This is an optimization exercise on Yosys and OpenROAD, whose aim is small area, a short achievable clock period and few clock cycles per item, not a production implementation. Only simulation tests tie the RTL to the original design; equivalence was not proved. Power and IR drop assume default switching activity.

===== design.v =====
module sinter_dec (
    input  wire        clk,
    input  wire        rst,
    input  wire        cmd_valid,
    output wire        cmd_ready,
    input  wire [3:0]  cmd_sizes,
    input  wire        in_valid,
    output wire        in_ready,
    input  wire [63:0] in_data,
    output wire        out_valid,
    input  wire        out_ready,
    output wire [63:0] out_data,
    output wire [2:0]  out_err,
    output wire        out_last
);
    localparam [2:0] E_NONE     = 3'd0;
    localparam [2:0] E_BAD_REF  = 3'd1;
    localparam [2:0] E_BAD_BASE = 3'd2;
    localparam [2:0] E_BAD_REP  = 3'd3;
    localparam [2:0] E_OVERRUN  = 3'd4;
    localparam [2:0] E_UNDERRUN = 3'd5;
    localparam [2:0] E_BAD_PAD  = 3'd6;
    localparam [2:0] P_IDLE  = 3'd0;   
    localparam [2:0] P_PARSE = 3'd1;   
    localparam [2:0] P_DRAIN = 3'd2;   
    localparam [2:0] P_END   = 3'd3;   
    localparam [2:0] P_DISC  = 3'd4;   
    localparam [1:0] K_VAL   = 2'd0;   
    localparam [1:0] K_COPY  = 2'd1;   
    localparam [1:0] K_DELTA = 2'd2;   
    reg  [7:0]  ibl;         
    reg         ifirst;      
    reg  [3:0]  isz;         
    reg         nqv;         
    reg  [3:0]  nsz;
    reg         cmd_rdy;
    reg         in_rdy;
    reg  [63:0] ib;          
    reg         ibv;
    reg         ibfirst;     
    reg         ibz;         
    assign cmd_ready = cmd_rdy;
    assign in_ready  = in_rdy;
    wire cmd_fire = cmd_valid & cmd_rdy;
    wire in_fire  = in_valid & in_rdy;
    wire [7:0] nq_nb   = (nsz == 4'd15) ? 8'd128 : {1'b0, nsz + 4'd1, 3'b000};
    wire [7:0] ibl_aft = in_fire ? ibl - 8'd1 : ibl;
    wire       nq_load = nqv & (ibl_aft == 8'd0);
    wire [7:0] ibl_nx  = nq_load ? nq_nb : ibl_aft;
    wire       ifirst_nx = nq_load | (ifirst & ~in_fire);
    wire       nqv_nx  = cmd_fire | (nqv & ~nq_load);
    reg  [2:0]   ps;
    reg          praw;
    reg  [7:0]   prb;        
    reg  [7:0]   npend;      
    reg  [7:0]   pi;         
    reg  [7:0]   prem;       
    reg  [191:0] bb;         
    reg  [7:0]   bc;         
    reg          pchk;       
    reg          pbad;       
    reg  [2:0]   pcode;      
    reg  [6:0]   zc;         
    wire c_raw   = praw;
    wire c_lit   = ~praw & (bb[1:0] == 2'b00);
    wire c_zrun  = ~praw & (bb[1:0] == 2'b10);
    wire c_rep   = ~praw & (bb[2:0] == 3'b011);
    wire c_bref  = ~praw & (bb[2:0] == 3'b111);
    wire c_delta = ~praw & (bb[1:0] == 2'b01);
    wire c_d0    = c_delta & (bb[5:4] == 2'd0);
    wire c_d1    = c_delta & (bb[5:4] == 2'd1);
    wire c_d2    = c_delta & (bb[5:4] == 2'd2);
    wire c_d3    = c_delta & (bb[5:4] == 2'd3);
    wire l6  = c_zrun | c_rep;
    wire l10 = c_d0;
    wire l13 = c_bref;
    wire l14 = c_d1;
    wire l22 = c_d2;
    wire l38 = c_d3;
    wire l64 = c_raw;
    wire l66 = c_lit;
    wire tok_have = (l6  & (bc >= 8'd6))  | (l10 & (bc >= 8'd10)) |
                    (l13 & (bc >= 8'd13)) | (l14 & (bc >= 8'd14)) |
                    (l22 & (bc >= 8'd22)) | (l38 & (bc >= 8'd38)) |
                    (l64 & (bc >= 8'd64)) | (l66 & (bc >= 8'd66));
    wire [6:0]  bref_j = bb[9:3];
    wire [3:0] tok_nm1 = c_zrun ? bb[5:2] :
                         c_rep  ? {1'b0, bb[5:3]} :
                         c_bref ? {1'b0, bb[12:10]} : 4'd0;
    wire pi_zero  = (pi == 8'd0);
    wire tok_over = ({4'd0, tok_nm1} >= prem);            
    wire tok_last = ({4'd0, tok_nm1} == prem - 8'd1);     
    reg  [2:0] tok_err;
    always @(*) begin
        tok_err = E_NONE;
        if (c_bref) begin
            if ({1'b0, bref_j} >= pi)                tok_err = E_BAD_REF;
            else if (tok_over)                       tok_err = E_OVERRUN;
        end else if (c_delta) begin
            if ({6'd0, bb[3:2]} >= pi)               tok_err = E_BAD_BASE;
        end else if (c_rep) begin
            if (pi_zero)                             tok_err = E_BAD_REP;
            else if (tok_over)                       tok_err = E_OVERRUN;
        end else if (c_zrun) begin
            if (tok_over)                            tok_err = E_OVERRUN;
        end
    end
    reg  [63:0] delta_val;
    always @(*) begin
        case (bb[5:4])
            2'b00:   delta_val = {{60{bb[9]}},  bb[9:6]};
            2'b01:   delta_val = {{56{bb[13]}}, bb[13:6]};
            2'b10:   delta_val = {{48{bb[21]}}, bb[21:6]};
            default: delta_val = {{32{bb[37]}}, bb[37:6]};
        endcase
    end
    wire [1:0]  tok_kind = c_delta ? K_DELTA : (c_rep | c_bref) ? K_COPY : K_VAL;
    wire [6:0]  tok_slot = c_bref  ? (bref_j - pi[6:0]) :           
                           c_delta ? {5'b11111, ~bb[3:2]} :        
                                     7'd127;
    wire [63:0] tok_val  = c_raw   ? bb[63:0] :
                           c_lit   ? bb[65:2] :
                           c_delta ? delta_val : 64'd0;
    reg         t0v, t1v;
    reg         t0_end, t1_end;
    reg  [2:0]  t0_err, t1_err;
    reg  [1:0]  t0_kind, t1_kind;
    reg  [3:0]  t0_nm1, t1_nm1;
    reg  [6:0]  t0_slot, t1_slot;
    reg  [63:0] t0_val, t1_val;
    wire        room = ~t1v;
    wire in_parse  = (ps == P_PARSE);
    wire tok_ok    = (tok_err == E_NONE);
    wire p_go      = in_parse & room & tok_have & tok_ok;
    wire p_tokerr  = in_parse & tok_have & ~tok_ok;
    wire p_under   = in_parse & room & ~tok_have & (npend == 8'd0);
    wire pad_big   = (npend >= 8'd8) | ((npend == 8'd7) & (bc[7:6] != 2'd0)) |
                     ((npend == 8'd6) & bc[7]) | ((npend == 8'd5) & (bc[7:6] == 2'd3));
    wire bc_room   = (bc <= 8'd128);
    wire zc_nz     = (zc != 7'd0);
    wire z_merge   = in_parse & zc_nz & bc_room;
    wire ib_cont   = ibv & ~ibfirst;
    wire ib_absorb = in_parse & ib_cont & ibz;
    wire ib_merge  = in_parse & ib_cont & ~ibz & ~zc_nz & bc_room;
    wire ibt       = ibfirst ? (ibv & (ps == P_IDLE)) :
                     (ib_absorb | ib_merge | (ib_cont & ((ps == P_DRAIN) | (ps == P_DISC))));
    wire [6:0] zc_nx_parse = zc + {6'd0, ib_absorb} - {6'd0, z_merge};
    wire pad_now   = pbad | (ibt & ~ibz) | (pchk & ((bb != 192'd0) | pad_big));
    wire [7:0] prb_dec = prb - (ibt ? 8'd1 : 8'd0);
    wire prb_last  = (prb == 8'd0) | ((prb == 8'd1) & ibt);
    wire d_last    = (ps == P_DRAIN) & prb_last;
    wire e_last    = ((ps == P_DISC) & prb_last) | (d_last & pad_now) | (ps == P_END);
    wire p_endw    = e_last & room;
    wire vok_set   = d_last & ~pad_now;
    wire p_wr      = p_go | p_under | p_endw;
    wire         w_end  = ~p_go;
    wire [2:0]   w_err  = p_under ? E_UNDERRUN : (ps == P_DRAIN) ? E_BAD_PAD : pcode;
    wire [191:0] bb_in  = ib_merge ? ({128'd0, ib} << bc) : 192'd0;
    wire [191:0] bb_mrg = bb | bb_in;
    wire         g6  = p_go & l6,  g10 = p_go & l10, g13 = p_go & l13, g14 = p_go & l14;
    wire         g22 = p_go & l22, g38 = p_go & l38, g64 = p_go & l64, g66 = p_go & l66;
    wire         g0  = ~p_go;
    wire [191:0] bb_nx_parse = ({192{g0}}  & bb_mrg)         |
                               ({192{g6}}  & (bb_mrg >> 6))  |
                               ({192{g10}} & (bb_mrg >> 10)) |
                               ({192{g13}} & (bb_mrg >> 13)) |
                               ({192{g14}} & (bb_mrg >> 14)) |
                               ({192{g22}} & (bb_mrg >> 22)) |
                               ({192{g38}} & (bb_mrg >> 38)) |
                               ({192{g64}} & (bb_mrg >> 64)) |
                               ({192{g66}} & (bb_mrg >> 66));
    wire [7:0]   bcm    = bc + ((ib_merge | z_merge) ? 8'd64 : 8'd0);
    wire [6:0]   take   = ({7{g6}}  & 7'd6)  | ({7{g10}} & 7'd10) | ({7{g13}} & 7'd13) |
                          ({7{g14}} & 7'd14) | ({7{g22}} & 7'd22) | ({7{g38}} & 7'd38) |
                          ({7{g64}} & 7'd64) | ({7{g66}} & 7'd66);
    wire [7:0]   bc_nx_parse = bcm - {1'b0, take};
    wire [7:0]   start_nb = (isz == 4'd15) ? 8'd128 : {1'b0, isz + 4'd1, 3'b000};
    reg  [2:0]   ps_nx;
    always @(*) begin
        ps_nx = ps;
        case (ps)
            P_IDLE:  if (ibt) ps_nx = P_PARSE;
            P_PARSE: begin
                if (p_tokerr)
                    ps_nx = P_DISC;
                else if (p_under)
                    ps_nx = P_IDLE;
                else if (p_go && tok_last)
                    ps_nx = P_DRAIN;
            end
            P_DRAIN: if (prb_last) ps_nx = (room | ~pad_now) ? P_IDLE : P_END;
            P_END:   if (room) ps_nx = P_IDLE;
            default: if (prb_last) ps_nx = room ? P_IDLE : P_END;    
        endcase
    end
    always @(posedge clk) begin
        if (rst) begin
            ps   <= P_IDLE;
            praw <= 1'b0;
            prb  <= 8'd0;
            npend <= 8'd0;
            pi   <= 8'd0;
            prem <= 8'd128;
            bb   <= 192'd0;
            bc   <= 8'd0;
            pchk <= 1'b0;
            pbad <= 1'b0;
            pcode <= E_NONE;
            zc   <= 7'd0;
        end else begin
            ps <= ps_nx;
            case (ps)
                P_IDLE: begin
                    if (ibt) begin
                        praw <= (isz == 4'd15);
                        prb  <= start_nb - 8'd1;
                        npend <= start_nb - 8'd1;
                        pi   <= 8'd0;
                        prem <= 8'd128;
                        bb   <= {128'd0, ib};
                        bc   <= 8'd64;
                        pchk <= 1'b0;
                        pbad <= 1'b0;
                        zc   <= 7'd0;
                    end
                end
                P_PARSE: begin
                    bb  <= bb_nx_parse;
                    bc  <= bc_nx_parse;
                    prb <= prb_dec;
                    zc  <= zc_nx_parse;
                    npend <= npend - {7'd0, ib_merge | z_merge};
                    if (p_tokerr) pcode <= tok_err;
                    if (p_go) begin
                        pi   <= pi + {4'd0, tok_nm1} + 8'd1;
                        prem <= prem - {4'd0, tok_nm1} - 8'd1;
                    end
                    pchk <= 1'b1;
                end
                P_DRAIN: begin
                    prb  <= prb_dec;
                    npend <= npend - {7'd0, ibt};
                    pchk <= 1'b0;
                    pbad <= pad_now;
                    pcode <= E_BAD_PAD;
                end
                P_END: ;
                default: begin
                    prb <= prb_dec;
                end
            endcase
        end
    end
    reg  [8191:0] q;             
    reg  [3:0]    tk;            
    reg  [7:0]    pc;            
    reg           pc_zero;       
    reg           pc_last;       
    reg           pc_full;       
    reg           vok;           
    reg  [7:0]    oc;            
    reg           oc_nz;         
    reg           oc_one;        
    reg  [2:0]    perr;          
    reg           perr_nz;
    wire          load_ok;       
    reg  [127:0] rsel;
    reg  [63:0]  copy_word;
    integer r;
    always @(*) begin
        copy_word = 64'd0;
        for (r = 0; r < 128; r = r + 1)
            copy_word = copy_word | (q[64*r +: 64] & {64{rsel[r]}});
    end
    reg  [3:0]  bsel;
    wire [63:0] base_word = (q[64*124 +: 64] & {64{bsel[0]}}) |
                            (q[64*125 +: 64] & {64{bsel[1]}}) |
                            (q[64*126 +: 64] & {64{bsel[2]}}) |
                            (q[64*127 +: 64] & {64{bsel[3]}});
    wire [32:0] dsum_lo = {1'b0, base_word[31:0]} + {1'b0, t0_val[31:0]};
    wire [31:0] bhi_inc = base_word[63:32] + 32'd1;
    wire [31:0] bhi_dec = base_word[63:32] - 32'd1;
    wire [31:0] dsum_hi = t0_val[63] ? (dsum_lo[32] ? base_word[63:32] : bhi_dec) :
                                       (dsum_lo[32] ? bhi_inc : base_word[63:32]);
    reg  [63:0] push_word;
    always @(*) begin
        case (t0_kind)
            K_COPY:  push_word = copy_word;
            K_DELTA: push_word = {dsum_hi, dsum_lo[31:0]};
            default: push_word = t0_val;
        endcase
    end
    wire push_go  = t0v & ~t0_end & ~pc_full & (~oc_nz | load_ok);
    wire load_w   = oc_nz & load_ok & (push_go | pc_zero | (t0v & t0_end));
    wire shift    = push_go | load_w;
    wire tok_done = push_go & (tk == t0_nm1);
    wire end_ok   = vok & ~perr_nz & (pc_full | (push_go & pc_last));
    wire end_bad  = t0v & t0_end & ~perr_nz & ~vok;
    wire t_pop    = tok_done | end_bad;
    wire load_e   = ~oc_nz & perr_nz & load_ok;
    wire load     = load_w | load_e;
    always @(posedge clk) begin
        if (shift)
            q <= {push_word, q[8191:64]};
    end
    wire [7:0] oc_dec = oc - 8'd1;
    always @(posedge clk) begin
        if (rst) begin
            tk      <= 4'd0;
            pc      <= 8'd0;
            pc_zero <= 1'b1;
            pc_last <= 1'b0;
            pc_full <= 1'b0;
            vok     <= 1'b0;
            oc      <= 8'd0;
            oc_nz   <= 1'b0;
            oc_one  <= 1'b0;
            perr    <= E_NONE;
            perr_nz <= 1'b0;
        end else begin
            if (tok_done)     tk <= 4'd0;
            else if (push_go) tk <= tk + 4'd1;
            if (end_ok | end_bad) begin
                pc      <= 8'd0;
                pc_zero <= 1'b1;
                pc_last <= 1'b0;
                pc_full <= 1'b0;
            end else if (push_go) begin
                pc      <= pc + 8'd1;
                pc_zero <= 1'b0;
                pc_last <= (pc == 8'd126);
                pc_full <= pc_last;
            end
            if (end_ok)       vok <= 1'b0;
            else if (vok_set) vok <= 1'b1;
            if (end_ok) begin
                oc     <= 8'd128;
                oc_nz  <= 1'b1;
                oc_one <= 1'b0;
            end else if (load_w) begin
                oc     <= oc_dec;
                oc_nz  <= ~oc_one;
                oc_one <= (oc_dec == 8'd1);
            end
            if (end_bad) begin
                perr    <= t0_err;
                perr_nz <= 1'b1;
            end else if (load_e) begin
                perr    <= E_NONE;
                perr_nz <= 1'b0;
            end
        end
    end
    wire [6:0] head_slot_nx = (t_pop ? t1v : t0v) ? (t_pop ? t1_slot : t0_slot) : tok_slot;
    always @(posedge clk) begin
        rsel <= 128'd1 << head_slot_nx;
        bsel <= 4'd1 << head_slot_nx[1:0];
    end
    always @(posedge clk) begin
        if (rst) begin
            t0v <= 1'b0;
            t1v <= 1'b0;
        end else begin
            if (t_pop) begin
                t0v <= t1v | p_wr;
                t1v <= t1v & p_wr;
            end else begin
                t0v <= t0v | p_wr;
                t1v <= t1v | (t0v & p_wr);
            end
        end
        if (t_pop ? (t1v | p_wr) : (~t0v & p_wr)) begin
            if (t_pop & t1v) begin
                t0_end  <= t1_end;
                t0_err  <= t1_err;
                t0_kind <= t1_kind;
                t0_nm1  <= t1_nm1;
                t0_slot <= t1_slot;
                t0_val  <= t1_val;
            end else begin
                t0_end  <= w_end;
                t0_err  <= w_err;
                t0_kind <= tok_kind;
                t0_nm1  <= tok_nm1;
                t0_slot <= tok_slot;
                t0_val  <= tok_val;
            end
        end
        if (p_wr & (t_pop ? t1v : t0v)) begin
            t1_end  <= w_end;
            t1_err  <= w_err;
            t1_kind <= tok_kind;
            t1_nm1  <= tok_nm1;
            t1_slot <= tok_slot;
            t1_val  <= tok_val;
        end
    end
    reg  [63:0] o0_data;
    reg  [2:0]  o0_err;
    reg         o0_last;
    reg         ov;
    assign load_ok = ~ov | out_ready;
    assign out_valid = ov;
    assign out_data  = o0_data;
    assign out_err   = o0_err;
    assign out_last  = o0_last;
    always @(posedge clk) begin
        if (rst)
            ov <= 1'b0;
        else
            ov <= load | (ov & ~out_ready);
        if (load) begin
            o0_data <= q[63:0];
            o0_err  <= load_w ? E_NONE : perr;
            o0_last <= load_w ? oc_one : 1'b1;
        end
    end
    wire [8:0] bcx = {1'b0, bcm};
    wire room_b = (g0  & (bcx <= 9'd128)) | (g6  & (bcx <= 9'd134)) |
                  (g10 & (bcx <= 9'd138)) | (g13 & (bcx <= 9'd141)) |
                  (g14 & (bcx <= 9'd142)) | (g22 & (bcx <= 9'd150)) |
                  (g38 & (bcx <= 9'd166)) | (g64 & (bcx <= 9'd192)) |
                  (g66 & (bcx <= 9'd194));
    wire zero_nx   = in_fire ? (in_data == 64'd0) : ibz;
    wire take_cont = (in_parse & (zero_nx | (room_b & (zc_nx_parse == 7'd0)))) |
                     (ps == P_DRAIN) | (ps == P_DISC) | ((ps == P_IDLE) & ibv);
    wire idle_nx   = ((ps == P_IDLE) & ~ibv) | p_endw | vok_set | p_under;
    wire ibv_nx    = in_fire | (ibv & ~ibt);
    wire ibfirst_nx = in_fire ? ifirst : ibfirst;
    wire take_nx   = ibfirst_nx ? idle_nx : take_cont;
    wire in_rdy_nx = (ibl_nx != 8'd0) & (~ibv_nx | take_nx);
    always @(posedge clk) begin
        if (in_fire) begin
            ib      <= in_data;
            ibfirst <= ifirst;
            ibz     <= (in_data == 64'd0);
        end
        if (rst) begin
            ibl     <= 8'd0;
            ifirst  <= 1'b0;
            isz     <= 4'd0;
            nqv     <= 1'b0;
            nsz     <= 4'd0;
            cmd_rdy <= 1'b0;
            in_rdy  <= 1'b0;
            ibv     <= 1'b0;
        end else begin
            ibl     <= ibl_nx;
            ifirst  <= ifirst_nx;
            nqv     <= nqv_nx;
            if (cmd_fire) nsz <= cmd_sizes;
            if (nq_load)  isz <= nsz;
            cmd_rdy <= ~nqv_nx;
            in_rdy  <= in_rdy_nx;
            ibv     <= ibv_nx;
        end
    end
endmodule

===== run.sh =====
#!/bin/bash
# synth_recipe.tcl (not shown) runs the flow's synth.tcl, then flattens the netlist and writes it again
# the make line also repeats each setting of config.mk as NAME=value (left out here)
make -C /OpenROAD-flow-scripts/flow DESIGN_CONFIG=/design/flow/config.mk WORK_HOME=/design/flow/orfs CLKGATE_MAP_FILE= SYNTH_SCRIPT=/design/flow/synth_recipe.tcl finish

===== config.mk =====
export PLATFORM = sky130hd
export DESIGN_NAME = sinter_dec
export DESIGN_NICKNAME = sinter_dec
export VERILOG_FILES = /design/flow/design.v
export SDC_FILE = /design/flow/constraint.sdc
export NUM_CORES = 4
export LEC_CHECK = 0
export CAP_MARGIN = 30
export CELL_PAD_IN_SITES_DETAIL_PLACEMENT = 1
export CELL_PAD_IN_SITES_GLOBAL_PLACEMENT = 2
export CORE_MARGIN = 2
export CORE_UTILIZATION = 25
export PLACE_DENSITY = 0.35
export SETUP_SLACK_MARGIN = 5
export SLEW_MARGIN = 30
export SYNTH_MEMORY_MAX_BITS = 16384

===== constraint.sdc =====
create_clock -name core_clock -period 13.0 [get_ports {clk}]
set_input_delay 2.6000 -clock core_clock [delete_from_list [all_inputs] [get_ports {clk}]]
set_output_delay 2.6000 -clock core_clock [all_outputs]
set_load 0.01 [all_outputs]

==> impl_metrics.tcl <==
set metrics [dict create \
    postSynthNetCount 20600 \
    cts-root-buf "clkbuf_16" \
    ys_seq_area_share_pct 76.9 \
    syn_to_final_growth_pct 19.9 \
    vdd_drop_max_mv 0.0970 \
    regToRegSetupSlack_ns 5.45 \
    min_to "q[5408]" \
    clock_tree.buffer_depth 6 \
    pre_cts_slack_ns 5.30 \
    synth.cell_area_um2 343000 \
    core_um2 1370000 \
    ys.warnings.count 1 \
    multi_input_area_um2 74000 \
    start_util_pct 25.0 \
    clk_pin_slew_ns 0.06 \
    worstSetupEndpointType "register" \
    setup_tns_ns 0 \
    synth-seq-cells 8922 \
    die_h_um 1170 \
    synth.largest_area_cell "edfxtp_1" \
    maxSlewViolCount 0 \
    grt_max_degree 176 \
    status "timing/DRC/antenna clean" \
    synth_flop_cell "edfxtp_1" \
    viasPerCell 6.12 \
    cts_hold_buf 0 \
    row_count 430 \
    drt_first_pass_iters 6 \
    vias 250000 \
    antenna_found_initial 576 \
    wirelength_um 2410000 \
    required_ns 14.17 \
    ios 144 \
    grt-ovfl-total 0 \
    r2r_end "bc[7]" \
    synth_area_leaders "edfxtp_1 (74%), a22oi_1 (3.9%), a221oi_1 (3.4%)" \
    cts_tree "yes" \
    hpwl_um 1620000 \
    cts_buffers 1179 \
    hold_class "reg2reg" \
    ant_nets 0 \
    hp-start "q[5472]" \
    p_leak_uw 0.110 \
    cts.htree.levels 7 \
    wl_per_cell_um 59.0 \
    fillers 140000 \
    rsz0062_at_grt "false" \
    clock_latency_ns 1.38 \
    place_congestion 0.886 \
    worstRegToRegCells 27 \
    syn_avg_cell_area_um2 16.7 \
    yosysUniqueCellTypes 116 \
    cts_sinks 8922 \
    worstMarginPinSlew_ns 1.24 \
    grt_pass1_wl_um 2980000 \
    critical_path_class "reg2reg" \
    worstReg2RegStart "bb[0]" \
    finalHoldViolCount 0 \
    critPathLaunchType "register" \
    grt_util_all_layers_pct 33.7 \
    critical-path-max-stage-delay_ns 0.87 \
    setup_viol 0 \
    die-width_um 1170 \
    relSlewSlack_pct 17.1 \
    synth_edf_count 8486 \
    crit_slowest_cell "or4_1" \
    grt_pass1_vias 236000 \
    io_buffer_count 143 \
    power_density_nw_per_um2 166 \
    drc_errors 0 \
    clock_skew_ns 0.162 \
    drt_iter0_markers 42200 \
    seqCellArea_um2 264000 \
    fin_crit_sh_pct 58.1 \
    drive_above_1_share_pct 15.7 \
    async_reset_ff_share_pct 0 \
    fmax_mhz 132 \
    finalNetCount 21900 \
    die_area_um2 1380000 \
    syn-instance-count 20500 \
    cp_max_fo 35 \
    holdPathStages 0 \
    min_period_ns 7.55 \
    synth.top_cell.area_share_pct 74.4 \
    fin_ws_ns 5.45 \
    cap_violations 0 \
    worst_ep_arrival_time_ns 8.72 \
    startpoint "bb[0]" \
    cts_post_setup_buffers_inserted 0 \
]
[per-stage QoR]
stage	cells	utilization [%]	power, uW	hold WS [ns]	instance area [um2]
5_1_grt	40700	30.0	69600	0.400	411000
2_1_floorplan	20500	-	34200	0.426	343000
6_report	40900	30.0	68100	0.364	411000
4_1_cts	40700	30.0	68600	0.357	410000
3_5_place_dp	38700	27.4	37200	0.434	375000
3_3_place_gp	38700	27.4	37200	0.429	375000
[cells by family (layout without fill, tap and decap cells)]
family,count (synthesis),in the layout,share of synthesized area (%)
compound gates,6318,6318,14.4
mux,424,424,1.81
flops,8922,8922,76.9
other cells,0,194,0
simple gates,3007,3007,4.42
fa+ha+maj,93,93,0.353
xor+xnor,109,109,0.279
buf+inv,1591,3689,1.84
[cell usage in the layout, fill, tap and decap left out, types with 123 or more instances in the layout]
| cell type | netlist | final |
|---|---|---|
| buf_4 | 22 | 1252 |
| nand4_1 | 662 | 662 |
| nand2_1 | 572 | 567 |
| a21oi_1 | 398 | 388 |
| o21ai_0 | 339 | 327 |
| o221ai_1 | 124 | 123 |
| a221oi_1 | 1324 | 1306 |
| nor4_1 | 287 | 281 |
| mux2i_1 | 170 | 167 |
| clkinv_1 | 3 | 250 |
| clkdlybuf4s50_1 | 0 | 142 |
| edfxtp_1 | 8486 | 8486 |
| a22o_1 | 1259 | 1259 |
| dfxtp_4 | 0 | 138 |
| mux4_2 | 141 | 141 |
| a22oi_1 | 1797 | 1795 |
| dfxtp_1 | 436 | 297 |
| clkbuf_16 | 0 | 1204 |
| clkinv_2 | 0 | 151 |
| o22ai_1 | 399 | 397 |
| buf_12 | 1 | 140 |
| nor3_1 | 216 | 207 |
| nor2_1 | 722 | 705 |
| nand3_1 | 263 | 257 |
| clkbuf_1 | 900 | 279 |
| diode_2 | 0 | 194 |
[critical path: cells and delay by family (launching register included)]
family	cells	cell delay, ns
compound gates	13	2.62
fa+ha+maj	2	0.62
flops	1	0.83
buf+inv	4	1.23
xor+xnor	1	0.20
simple gates	7	1.95
[state kept, by name (all words and copies together), names as in the netlist, 4 cells and up]
signal   count
prb          8
tk           4
t1_val      64
t0_slot      7
o0_data     64
bb         192
t0_nm1       4
prem         8
nsz          4
rsel       128
npend        8
t1_slot      7
ib          64
q         8192
bc           8
pi           8
t0_val      64
ibl          8
t1_nm1       4
bsel         4
isz          4
oc           8
pc           8
zc           7
[cell type report]
| class | instances | area share, % |
|---|---|---|
| sequential | 8922 | 64.2 |
| multi-input combinational | 9951 | 18.0 |
| clock buffer | 1499 | 7.64 |
| tap | 18100 | 5.52 |
| timing repair buffer | 1573 | 3.47 |
| clock inverter | 492 | 0.888 |
| antenna | 194 | 0.118 |
| inverter | 125 | 0.116 |
[worst max-delay path by stage]
| stage | to | depth (start not counted) | slack [ns] |
|---|---|---|---|
| 5_1_grt | bc[7] | 27 | 5.01 |
| 2_1_floorplan | q[0] | 6 | -23.15 |
| 3_3_place_gp | bc[7] | 27 | 5.14 |
| 3_5_place_dp | t0_val[32] | 19 | 5.30 |
| 6_report | bc[7] | 27 | 5.45 |
| 4_1_cts | t0_val[27] | 19 | 5.26 |
[cells in the mapped netlist, types with 117 or more instances]
master    count
edfxtp_1   8486
a22oi_1    1797
a221oi_1   1324
a22o_1     1259
clkbuf_1    900
nor2_1      722
nand4_1     662
nand2_1     572
buf_1       446
dfxtp_1     436
o22ai_1     399
a21oi_1     398
o21ai_0     339
nor4_1      287
nand3_1     263
nor3_1      216
mux2i_1     170
mux4_2      141
o221ai_1    124
a211oi_1    119
inv_1       117
[report_power, final]
part           internal [uW]  switching, uW
combinational           1180           3810
sequential             31300            437
clock                  18000          13400
[layer usage]
layer / GRT usage (%) / part of all wire [%] / vias to the layer above
met5: 0 / 0.015 / -
met4: 10.9 / 3.8 / 54
met3: 4.71 / 7.3 / 3163
met2: 53.7 / 46 / 16000
met1: 47.3 / 43 / 142000
li1: - / - / 89500
[what timing repair did]
item | in CTS | in global routing
endpoints found under the setup margin | 0 | 57
resized for setup | 0 | 1
endpoints found under the hold margin | 0 | 0
Testbench counts, summed over its fixed seeds: cycles 42,537, blocks 320.

## separate check: timing with driven ports
The flow's constraints put no driver on any port. The routed layout listed below was extracted and timed again, unchanged, in two steps.
Step 1 (the two cells are an assumption about what drives the block):
set clk [get_ports {clk}]
set_driving_cell -lib_cell sky130_fd_sc_hd__clkbuf_16 $clk
set_driving_cell -lib_cell sky130_fd_sc_hd__buf_2 [delete_from_list [all_inputs] $clk]
Step 2 adds t to the input delays and takes it off the output delays; t is the mean of the earliest and latest rising clock arrival at the registers after step 1. Input paths then give back, and output paths get back, about the clock's delay inside the block.
Slacks: ideal ports / drivers / drivers and shift; pairs: ideal ports / drivers.
t, ns: 1.472
setup WS [ns]: 5.449 / 5.449 / 5.449
hold slack, ns: 0.364 / 0.364 / 0.364
latest minus earliest clock arrival (ns): 0.186 / 0.186
After both steps this run still meets setup and hold. For this run, drivers alone change the setup slack by 0.000 ns; drivers and shift together by 0.000 ns.
